This design comes from an exercise in tuning for small area and a short achievable clock period on the open sky130 flow, not from production work.
Function was checked by simulation only, so behaviour that the tests miss may differ from the original.

// fil_slot
module fil_slot (
    input  wire        clk,
    input  wire        rst,           
    input  wire        in_valid,      
    input  wire [23:0] in_data,       
    input  wire        in_clip,
    input  wire        in_supply,
    input  wire        in_nv,
    input  wire        in_restart,    
    input  wire [1:0]  cfg_stages,    
    input  wire [3:0]  cfg_l1m1,
    input  wire [3:0]  cfg_l2m1,
    input  wire [3:0]  cfg_l3m1,
    input  wire [15:0] cfg_dm1,
    output reg         out_valid,
    output reg  [23:0] out_value,
    output reg         out_uns,
    output reg         out_clip,
    output reg         out_supply,
    output reg         out_nv
);
Size in the first run: ~5,100 cells after synthesis, about 1,400 flip-flops, roughly 90 I/O pins.
export LEC_CHECK = 0
export CAP_MARGIN = 20
export CORE_MARGIN = 2
export CORE_UTILIZATION = 70
export GPL_TIMING_DRIVEN = 0
export SLEW_MARGIN = 20
create_clock -name core_clock -period 230.0 [get_ports {clk}]
standard.sh (not shown) runs the stock make flow with config.mk's settings and CLKGATE_MAP_FILE= SYNTH_SCRIPT=/design/flow/synth_recipe.tcl, a recipe that flattens the netlist after the stock synthesis.
==> flow/flow/run.sh <==
#!/bin/bash
# The standard layout (standard.sh), except that
#  - synthesis maps the logic with an area-oriented ABC script
#    (flow/abc.script) in place of ORFS's delay-oriented one; the synthesis
#    passes, flattening and renaming are unchanged;
#  - the port buffers are buf_2 cells (ORFS picks a delay cell);
#  - clock tree synthesis adds no dummy loads and clusters up to 28 sinks
#    within 90 um under each leaf buffer (fewer, fuller leaf buffers).
set -euo pipefail
W=$(pwd)
mkdir -p "$W/own"

# ORFS's synth.tcl, with the ABC script swapped right after the preamble
# has built the abc argument list.
sed "s|^source \$::env(SCRIPTS_DIR)/synth_preamble.tcl\$|&\nset abc_args [lreplace \$abc_args 1 1 $W/flow/abc.script]|" \
    "$FLOW_HOME/scripts/synth.tcl" > "$W/own/synth.tcl"
grep -q "lreplace \$abc_args 1 1" "$W/own/synth.tcl"

# The standard flow's synthesis script, sourcing that copy
sed "s|\$::env(SCRIPTS_DIR)/synth.tcl|$W/own/synth.tcl|" "$W/synth_recipe.tcl" > "$W/own/synth_recipe.tcl"
grep -q "$W/own/synth.tcl" "$W/own/synth_recipe.tcl"

# standard.sh, using that synthesis script
sed "s|$W/synth_recipe.tcl|$W/own/synth_recipe.tcl|g" "$W/standard.sh" > "$W/own/standard.sh"
grep -q "$W/own/synth_recipe.tcl" "$W/own/standard.sh"

bash "$W/own/standard.sh" \
    "BUFFER_PORTS_ARGS=-buffer_cell sky130_fd_sc_hd__buf_2" \
    "CTS_ARGS=-sink_clustering_enable -repair_clock_nets -dont_use_dummy_load -sink_clustering_size 28 -sink_clustering_max_diameter 90" \
    finish > "$W/flow.log" 2>&1
==> flow/flow/abc.script <==
strash
dch
map -a
topo
Then changed:
- GPL_TIMING_DRIVEN: 0 -> unset
Final cell count is about the same. Global-route usage is about the same. Die area does not change. Setup slack gains 0.039 ns. Area after synthesis does not change.

---

The RTL this note starts from:
==> flow/design.v <==
module fil_stage (
    input  wire               clk,
    input  wire               rst,
    input  wire               v,        
    input  wire               e,        
    input  wire [4:0]         k,        
    input  wire [3:0]         lm1,      
    input  wire signed [23:0] x,
    output reg  [28:0]        b,        
    output wire [3:0]         nm1       
);
    reg  [16*24-1:0] hist_n;            
    reg              pc;                
    wire        g     = k > {1'b0, lm1};            
    wire [15:0] tap   = 16'd1 << lm1;
    reg  [23:0] x_old;
    integer j;
    always @(*) begin
        x_old = 24'd0;
        for (j = 0; j < 16; j = j + 1)
            x_old = x_old | (~hist_n[24*j +: 24] & {24{tap[j]}});
    end
    wire [28:0] base  = pc ? 29'd0 : b;
    wire [23:0] xo    = g ? x_old : 24'd0;
    wire [28:0] p     = base + {{4{~xo[23]}}, ~xo, ~g};
    wire [28:0] xs    = {{4{x[23]}}, x, 1'b1};
    wire [29:0] bsum  = {p[28:1], 1'b1} + {xs[28:1], 1'b1};
    wire [28:0] b_new = {bsum[28:1], p[0]};
    assign nm1 = g ? lm1 : k[3:0];
    always @(posedge clk) begin
        if (rst)
            pc <= 1'b1;
        else if (v)
            pc <= e;
        if (v)
            b  <= b_new;
        if (v && !e)
            hist_n <= {hist_n[15*24-1:0], ~x};
    end
endmodule
module fil_div #(
    parameter NFAST = 0                  
) (
    input  wire [28:0] b,
    input  wire [3:0]  nm1,
    output wire [23:0] y
);
    wire [3:0] a = ~nm1;
    function [4:0] step;                 
        input [3:0] r;
        input       bi;
        input [3:0] a;                   
        reg [4:0] c;
        reg [3:0] s, t;
        reg       q;
        begin
            t    = {r[2:0], bi};
            c[0] = 1'b0;
            s[0] = t[0] ^ a[0];
            c[1] = t[0] & a[0];
            s[1] = t[1] ^ a[1] ^ c[1];
            c[2] = (t[1] & a[1]) | (t[1] & c[1]) | (a[1] & c[1]);
            s[2] = t[2] ^ a[2] ^ c[2];
            c[3] = (t[2] & a[2]) | (t[2] & c[2]) | (a[2] & c[2]);
            s[3] = t[3] ^ a[3] ^ c[3];
            c[4] = (t[3] & a[3]) | (t[3] & c[3]) | (a[3] & c[3]);
            q    = r[3] | c[4];
            step = {q, q ? s : t};
        end
    endfunction
    function [4:0] step_fast;
        input [3:0] r;
        input       bi;
        input [3:0] a;
        reg [3:0] t, s, c;
        reg       q, c4;
        begin
            t    = {r[2:0], bi};
            c[0] = 1'b0;
            c[1] = t[0] & a[0];
            c[2] = (t[1] & a[1]) | ((t[1] | a[1]) & t[0] & a[0]);
            c[3] = (t[2] & a[2]) | ((t[2] | a[2]) & (t[1] & a[1]))
                 | ((t[2] | a[2]) & (t[1] | a[1]) & t[0] & a[0]);
            c4   = (t[3] & a[3]) | ((t[3] | a[3]) & (t[2] & a[2]))
                 | ((t[3] | a[3]) & (t[2] | a[2]) & (t[1] & a[1]))
                 | ((t[3] | a[3]) & (t[2] | a[2]) & (t[1] | a[1]) & t[0] & a[0]);
            q    = r[3] | c4;
            s    = t ^ a ^ c;
            step_fast = {q, q ? s : t};
        end
    endfunction
    wire [4:0]  r5 = b[28:24] + (b[28] ? {1'b0, nm1} + 5'd1 : 5'd0);
    wire [3:0]  r [0:23];
    wire [22:0] q;
    assign r[23] = r5[3:0];
    genvar i;
    generate
        for (i = 23; i >= 1; i = i - 1) begin : g
            if (i > 23 - NFAST) begin : f
                assign {q[i-1], r[i-1]} = step_fast(r[i], b[i], a);
            end else begin : c
                assign {q[i-1], r[i-1]} = step(r[i], b[i], a);
            end
        end
    endgenerate
    wire tie = (r[0] == 4'd0) && !b[0];
    assign y = {b[28], q[22:1], q[0] & ~tie};
endmodule
module fil_slot (
    input  wire        clk,
    input  wire        rst,           
    input  wire        in_valid,      
    input  wire [23:0] in_data,       
    input  wire        in_clip,
    input  wire        in_supply,
    input  wire        in_nv,
    input  wire        in_restart,    
    input  wire [1:0]  cfg_stages,    
    input  wire [3:0]  cfg_l1m1,
    input  wire [3:0]  cfg_l2m1,
    input  wire [3:0]  cfg_l3m1,
    input  wire [15:0] cfg_dm1,
    output reg         out_valid,
    output reg  [23:0] out_value,
    output reg         out_uns,
    output reg         out_clip,
    output reg         out_supply,
    output reg         out_nv
);
    reg        v0, e0;
    reg [23:0] x0;
    reg [2:0]  mk0;
    reg [3:0]  c1_0, c2_0, c3_0;      
    reg [15:0] set_dm1;
    reg        rst_r;
    always @(posedge clk) begin
        rst_r <= rst;
        v0    <= in_valid && !rst;
        e0    <= in_restart;
        x0    <= in_data;
        mk0   <= {in_nv, in_supply, in_clip};
        c1_0  <= (cfg_stages >= 2'd1) ? cfg_l1m1 : 4'd0;
        c2_0  <= (cfg_stages >= 2'd2) ? cfg_l2m1 : 4'd0;
        c3_0  <= (cfg_stages == 2'd3) ? cfg_l3m1 : 4'd0;
        if (in_valid && in_restart)
            set_dm1 <= cfg_dm1;
        else if (rst_r)
            set_dm1 <= 16'd0;
    end
    reg        first;
    reg [3:0]  l1, l2, l3;
    reg [4:0]  k;                     
    reg [5:0]  m;                     
    reg [15:0] dcnt;                  
    reg [5:0]  age_c, age_s, age_n;   
    wire       restart = first || e0;
    wire [4:0] k_new   = (k == 5'd16) ? 5'd16 : k + 5'd1;
    wire [5:0] sup = 6'd1 + {2'b0, l1} + {2'b0, l2} + {2'b0, l3};
    function [5:0] age_next;
        input       mk;
        input [5:0] age;
        begin
            age_next = mk ? 6'd0 : ((age == 6'd63) ? 6'd63 : age + 6'd1);
        end
    endfunction
    wire [5:0] age_c_new = age_next(mk0[0], age_c);
    wire [5:0] age_s_new = age_next(mk0[1], age_s);
    wire [5:0] age_n_new = age_next(mk0[2], age_n);
    wire [5:0] m_new     = (m == 6'd63) ? 6'd63 : m + 6'd1;
    wire       dz        = (dcnt == 16'd0);
    wire       keep      = restart || dz;
    wire [28:0] b1;
    wire [3:0]  n1;
    fil_stage u_s1 (.clk(clk), .rst(rst_r), .v(v0), .e(restart), .k(k), .lm1(l1),
                    .x(x0), .b(b1), .nm1(n1));
    reg        v1, e1, ov1;
    reg [4:0]  k1;
    reg [3:0]  l2_1, l3_1, n1_1;
    reg [3:0]  f1;                    
    always @(posedge clk) begin
        if (rst_r) begin
            first <= 1'b1;
            l1    <= 4'd0;
            l2    <= 4'd0;
            l3    <= 4'd0;
            k     <= 5'd0;
            age_c <= 6'd63;
            age_s <= 6'd63;
            age_n <= 6'd63;
        end else if (v0) begin
            if (restart) begin
                first <= 1'b0;
                k     <= 5'd0;
                m     <= 6'd0;
                dcnt  <= set_dm1;
                age_c <= 6'd63;
                age_s <= 6'd63;
                age_n <= 6'd63;
                if (e0) begin
                    l1 <= c1_0;
                    l2 <= c2_0;
                    l3 <= c3_0;
                end
            end else begin
                k     <= k_new;
                m     <= m_new;
                dcnt  <= dz ? set_dm1 : dcnt - 16'd1;
                age_c <= age_c_new;
                age_s <= age_s_new;
                age_n <= age_n_new;
            end
        end
        v1   <= v0 && !rst;
        ov1  <= v0 && keep && !rst;
        e1   <= restart;
        k1   <= k;
        l2_1 <= l2;
        l3_1 <= l3;
        n1_1 <= n1;
        f1   <= {age_n_new < sup, age_s_new < sup, age_c_new < sup,
                 restart || (m_new < sup)};
    end
    wire [23:0] y1;
    fil_div #(.NFAST(8)) u_d1 (.b(b1), .nm1(n1_1), .y(y1));
    wire [28:0] b2;
    wire [3:0]  n2;
    fil_stage u_s2 (.clk(clk), .rst(rst_r), .v(v1), .e(e1), .k(k1), .lm1(l2_1),
                    .x(y1), .b(b2), .nm1(n2));
    reg        v2, e2, ov2;
    reg [4:0]  k2;
    reg [3:0]  l3_2, n2_2;
    reg [3:0]  f2;
    always @(posedge clk) begin
        v2   <= v1 && !rst;
        ov2  <= ov1 && !rst;
        e2   <= e1;
        k2   <= k1;
        l3_2 <= l3_1;
        n2_2 <= n2;
        f2   <= f1;
    end
    wire [23:0] y2;
    fil_div #(.NFAST(8)) u_d2 (.b(b2), .nm1(n2_2), .y(y2));
    wire [28:0] b3;
    wire [3:0]  n3;
    fil_stage u_s3 (.clk(clk), .rst(rst_r), .v(v2), .e(e2), .k(k2), .lm1(l3_2),
                    .x(y2), .b(b3), .nm1(n3));
    reg        ov3;
    reg [3:0]  n3_3;
    reg [3:0]  f3;
    always @(posedge clk) begin
        ov3  <= ov2 && !rst;
        n3_3 <= n3;
        f3   <= f2;
    end
    wire [23:0] y3;
    fil_div #(.NFAST(3)) u_d3 (.b(b3), .nm1(n3_3), .y(y3));
    always @(posedge clk) begin
        out_valid  <= ov3 && !rst;
        out_value  <= y3;
        {out_nv, out_supply, out_clip, out_uns} <= f3;
    end
endmodule
Settings: LEC_CHECK=0, CAP_MARGIN=20, CORE_MARGIN=2, CORE_UTILIZATION=60, SLEW_MARGIN=20; clock period 230.0 ns.
==> flow/flow/run.sh <==
#!/bin/bash
# The standard layout (standard.sh), except that
#  - synthesis maps the logic with an area-oriented ABC script
#    (flow/abc.script) in place of ORFS's delay-oriented one; the synthesis
#    passes, flattening and renaming are unchanged;
#  - the port buffers are buf_2 cells (ORFS picks a delay cell);
#  - clock tree synthesis adds no dummy loads and clusters up to 25 sinks
#    within 80 um under each leaf buffer (fewer, fuller leaf buffers).
set -euo pipefail
W=$(pwd)
mkdir -p "$W/own"

# ORFS's synth.tcl, with the ABC script swapped right after the preamble
# has built the abc argument list.
sed "s|^source \$::env(SCRIPTS_DIR)/synth_preamble.tcl\$|&\nset abc_args [lreplace \$abc_args 1 1 $W/flow/abc.script]|" \
    "$FLOW_HOME/scripts/synth.tcl" > "$W/own/synth.tcl"
grep -q "lreplace \$abc_args 1 1" "$W/own/synth.tcl"

# The standard flow's synthesis script, sourcing that copy
sed "s|\$::env(SCRIPTS_DIR)/synth.tcl|$W/own/synth.tcl|" "$W/synth_recipe.tcl" > "$W/own/synth_recipe.tcl"
grep -q "$W/own/synth.tcl" "$W/own/synth_recipe.tcl"

# standard.sh, using that synthesis script
sed "s|$W/synth_recipe.tcl|$W/own/synth_recipe.tcl|g" "$W/standard.sh" > "$W/own/standard.sh"
grep -q "$W/own/synth_recipe.tcl" "$W/own/standard.sh"

bash "$W/own/standard.sh" \
    "BUFFER_PORTS_ARGS=-buffer_cell sky130_fd_sc_hd__buf_2" \
    "CTS_ARGS=-sink_clustering_enable -repair_clock_nets -dont_use_dummy_load -sink_clustering_size 25 -sink_clustering_max_diameter 80" \
    finish > "$W/flow.log" 2>&1
Scripts as last shown in full above: flow/flow/abc.script
The first run completed with no timing, DRC or antenna violations.
==> next run, changes <==
--- a/flow/flow/run.sh
+++ b/flow/flow/run.sh
@@ -6,4 +6,3 @@
 #  - the port buffers are buf_2 cells (ORFS picks a delay cell);
-#  - clock tree synthesis adds no dummy loads and clusters up to 25 sinks
-#    within 80 um under each leaf buffer (fewer, fuller leaf buffers).
+#  - clock tree synthesis adds no dummy loads.
 set -euo pipefail
@@ -28,3 +27,3 @@
     "BUFFER_PORTS_ARGS=-buffer_cell sky130_fd_sc_hd__buf_2" \
-    "CTS_ARGS=-sink_clustering_enable -repair_clock_nets -dont_use_dummy_load -sink_clustering_size 25 -sink_clustering_max_diameter 80" \
+    "CTS_ARGS=-sink_clustering_enable -repair_clock_nets -dont_use_dummy_load -sink_clustering_size 28 -sink_clustering_max_diameter 90" \
     finish > "$W/flow.log" 2>&1
Settings changed: CORE_UTILIZATION 60 to 70.
Fmax stays flat. Via count increases by 1.0%. Final area drops by 0.87%. Count of clock-buffer cells in the layout shrinks by 13. Routed wire length falls by 3.7%.
==> next run, changes <==
--- a/flow/flow/run.sh
+++ b/flow/flow/run.sh
@@ -27,3 +27,3 @@
     "BUFFER_PORTS_ARGS=-buffer_cell sky130_fd_sc_hd__buf_2" \
-    "CTS_ARGS=-sink_clustering_enable -repair_clock_nets -dont_use_dummy_load -sink_clustering_size 28 -sink_clustering_max_diameter 90" \
+    "CTS_ARGS=-sink_clustering_enable -repair_clock_nets -dont_use_dummy_load" \
     finish > "$W/flow.log" 2>&1
Settings changed: CORE_UTILIZATION 70 to 60.
Critical path depth stays the same.
Non-clock buffer count grows by 5.
First-iteration DRC count shrinks by 20%.
Cell count grows by about 4.6%.
Clock skew grows by 0.029 ns.
Area after synthesis does not change.
Via count hardly moves.
Global-route usage shrinks by 3.2 points.
Hold slack degrades by 0.014 ns.

-- static timing again, ports no longer ideal --
No port has a modelled driver above. Below, the same layouts with a new extraction and two added sets of constraints.
Step 1 assumes that a clkbuf_16 drives the clock port and a buf_2 every other input.
Step 2, shift: input delay + t, output delay - t, t = (earliest + latest rising clock arrival at the registers) / 2. This alone moves slack from input paths to output paths.
Three values: ideal ports, drivers, drivers and shift; two values: the first two.
run | t (ns) | setup WS [ns] | hold slack, ns
the first run of note 1 | 0.760 | 182.790 / 182.713 / 182.618 | 0.323 / 0.323 / 0.323
the second run of note 1 | 0.744 | 182.829 / 182.761 / 182.541 | 0.337 / 0.337 / 0.337
the first run of note 2 | 0.719 | 182.874 / 182.804 / 182.668 | 0.321 / 0.321 / 0.321
the second run of note 2 | 0.754 | 182.841 / 182.773 / 182.565 | 0.329 / 0.329 / 0.329
the third run of note 2 | 0.802 | 182.804 / 182.726 / 182.656 | 0.315 / 0.315 / 0.315
After both steps every run listed still meets setup and hold. For the second run of note 1, which loses most, drivers alone change the setup slack by -0.068 ns; drivers and shift together by -0.288 ns.
